Background: an optimization exercise with open tools, aiming at small area, a short achievable clock period and few clock cycles per item. Do not read the settings as production practice.
Function was checked by simulation only, so behaviour that the tests miss may differ from the original.

== job 3634 ==
==> flow/design.v (excerpt) <==
module loop_law (
    input                    clk,
    input                    rst,           
    input                    in_valid,
    output                   in_ready,
    input             [3:0]  in_slot,
    input                    in_first,
    input                    in_ref_ext,
    input                    in_deriv_on,
    input             [3:0]  in_out_shift,
    input      signed [15:0] in_r,
    input      signed [15:0] in_y,
    input      signed [15:0] in_u_init,
    input      signed [15:0] in_kp,
    input      signed [15:0] in_ki,
    input      signed [15:0] in_kd,
    input      signed [15:0] in_af,
    input      signed [15:0] in_ff,
    input      signed [15:0] in_u_min,
    input      signed [15:0] in_u_max,
    input             [14:0] in_i_lim,
    output reg               out_valid,
    output reg        [3:0]  out_slot,
    output reg signed [15:0] out_u,
    output reg signed [15:0] out_e,
    output reg               out_sat
);
Size in the first run: about 12,000 cells after synthesis, about 230 I/O pins, roughly 110,000 µm² of cells after synthesis.
export LEC_CHECK = 0
export ABC_AREA = 1
export CAP_MARGIN = 35
export CORE_MARGIN = 2
export CORE_UTILIZATION = 62
export CTS_CLUSTER_DIAMETER = 100
export CTS_CLUSTER_SIZE = 25
export SLEW_MARGIN = 45
create_clock -name core_clock -period 34.0 [get_ports {clk}]
standard.sh (not shown) runs the stock make flow with config.mk's settings and CLKGATE_MAP_FILE= SYNTH_SCRIPT=/design/flow/synth_recipe.tcl, a recipe that flattens the netlist after the stock synthesis.
==> flow/flow/run.sh <==
#!/bin/bash
# Layout flow: the standard layout (standard.sh, unchanged synthesis,
# floorplan, power grid, placement, CTS and routing), with one change: the
# buffers that buffer_ports puts on every input and output port are
# sky130_fd_sc_hd__buf_2 cells instead of the resizer's default pick
# (clkdlybuf4s50_1, a delay cell).
set -euo pipefail
cd "$(dirname "$0")/.."
export BUFFER_PORTS_ARGS="-buffer_cell sky130_fd_sc_hd__buf_2"
bash standard.sh finish > standard_flow.log 2>&1
Testbench counts of job 3634, summed over its fixed seeds: cycles 80,040, items 80,000.
Changes in job 9869 relative to job 3634:
--- a/flow/config.mk
+++ b/flow/config.mk
@@ -7,8 +7,8 @@
 export LEC_CHECK = 0
 export ABC_AREA = 1
-export CAP_MARGIN = 35
+export CAP_MARGIN = 60
 export CORE_MARGIN = 2
 export CORE_UTILIZATION = 62
 export CTS_CLUSTER_DIAMETER = 100
 export CTS_CLUSTER_SIZE = 25
-export SLEW_MARGIN = 45
+export SLEW_MARGIN = 70
Notes after the runs:
- Changes observed in job 9869 relative to job 3634: sequential share of layout area lower, register-to-register slack increased 0.54 ns, worst hold slack now larger.
- Comparing job 3634 and job 9869, the lower area growth from synthesis to final layout is on job 3634.
- Job 9869 went all the way through the flow, and no timing, DRC or antenna check failed.
Relative to job 9869, the following input files were edited for job 9088:
--- a/flow/config.mk
+++ b/flow/config.mk
@@ -7,8 +7,6 @@
 export LEC_CHECK = 0
 export ABC_AREA = 1
-export CAP_MARGIN = 60
+export CAP_MARGIN = 20
 export CORE_MARGIN = 2
-export CORE_UTILIZATION = 62
-export CTS_CLUSTER_DIAMETER = 100
-export CTS_CLUSTER_SIZE = 25
-export SLEW_MARGIN = 70
+export CORE_UTILIZATION = 55
+export SLEW_MARGIN = 20
Notes after the runs:
The met1 track demand over resource in global routing in job 9088 sits 3.0 points below the value recorded for job 9869. Buffering overhead: job 9088 vs job 9869 down 1.2 points. Diff job 9869 -> job 9088: cell area climbed 1.4%, minimum period implied by the final worst setup slack shows an increase of 0.082 ns. From job 9869 to job 9088, count of unresolved DRC violations after routing did not move at all. Compared to job 9869, job 9088 was floorplanned on a bigger die. Job 9869 has higher sequential share of layout area than job 9088. Changes observed in job 9088 relative to job 9869: via count dropped 1,293; worst hold slack after final layout lower.
[inputs] job 9056 vs job 9088
--- a/flow/config.mk
+++ b/flow/config.mk
@@ -7,6 +7,8 @@
 export LEC_CHECK = 0
 export ABC_AREA = 1
-export CAP_MARGIN = 20
+export CAP_MARGIN = 35
 export CORE_MARGIN = 2
-export CORE_UTILIZATION = 55
-export SLEW_MARGIN = 20
+export CORE_UTILIZATION = 67
+export CTS_CLUSTER_DIAMETER = 100
+export CTS_CLUSTER_SIZE = 25
+export SLEW_MARGIN = 45
Findings:
Core util | job 9056 vs job 9088 | job 9056 higher
The count of buffer and inverter cells on the critical path of job 9088 and that of job 9056 are within noise of each other.
Relative to job 9088, global-route wire length before repair has decreased by about 1.1% in job 9056.
In the tables for job 9056 and job 9088, layout clock buffer count reads higher with job 9088.
| total detailed-routing wirelength | lower: job 9056 |
Job 9056 vs. job 9088: area after detailed placement went down by 0.58%.
[job 9056] length of the first detailed-routing pass in iterations rose 1 relative to job 9088
Job 9088 -> job 9056: final cell count decreased by a few percent
Modified inputs, job 6452 compared to job 9056
--- a/flow/config.mk
+++ b/flow/config.mk
@@ -7,8 +7,8 @@
 export LEC_CHECK = 0
 export ABC_AREA = 1
-export CAP_MARGIN = 35
+export CAP_MARGIN = 20
 export CORE_MARGIN = 2
-export CORE_UTILIZATION = 67
+export CORE_UTILIZATION = 62
 export CTS_CLUSTER_DIAMETER = 100
 export CTS_CLUSTER_SIZE = 25
-export SLEW_MARGIN = 45
+export SLEW_MARGIN = 20
Results
- Detailed-route wire length per cell: lower on job 6452
- Job 6452 ends up with a overall fraction of global-route tracks in use that is 3.6 points lower than in job 9056.
- Row number of well-tap cells placed: job 6452 higher / job 9056 lower
- In the metrics for job 9056 and job 6452, the one carrying the higher routed length on met1 is job 6452.
- Job 6452 vs. job 9056: pin slew with the least headroom to its limit grew by 0.20 ns.
- Diff job 9056 and job 6452: met1 capacity usage during global routing lower in job 6452
- Sort job 9056 and job 6452 by met3 capacity usage during global routing asc -> top: job 6452
- Looking at total iterations of the first detailed-routing run, job 6452 sits 1 above job 9056.

-- separate check: timing with driven ports --
In the flow no input, the clock included, has a driving cell. The finished layouts below were timed again as built, in two steps.
Step 1 assumes that a clkbuf_16 drives the clock port and a buf_2 every other input.
Step 2 moves the port delays by t, midway between the first and last clock arrival at a register: inputs arrive t later, outputs are due t later. That takes back most of the time a late clock gives input paths.
a / b / c = ideal / step 1 / step 2; a / b = the first two.
run	t (ns)	setup WS [ns]	latest minus earliest clock arrival (ns)	slew at the worst register clock pin (ns)	worst slew at a driven data input, ns
job 3634	0.873	25.946 / 25.852 / 26.374	0.074 / 0.073	0.11 / 0.11	0.15
job 9869	0.877	25.952 / 25.862 / 26.740	0.060 / 0.061	0.10 / 0.10	0.14
job 9088	0.939	25.870 / 25.780 / 26.050	0.107 / 0.107	0.09 / 0.09	0.09
job 9056	0.875	25.918 / 25.822 / 26.266	0.047 / 0.047	0.11 / 0.11	0.05
job 6452	0.881	25.894 / 25.859 / 25.894	0.061 / 0.061	0.10 / 0.10	0.15
After both steps every run listed still meets setup and hold.
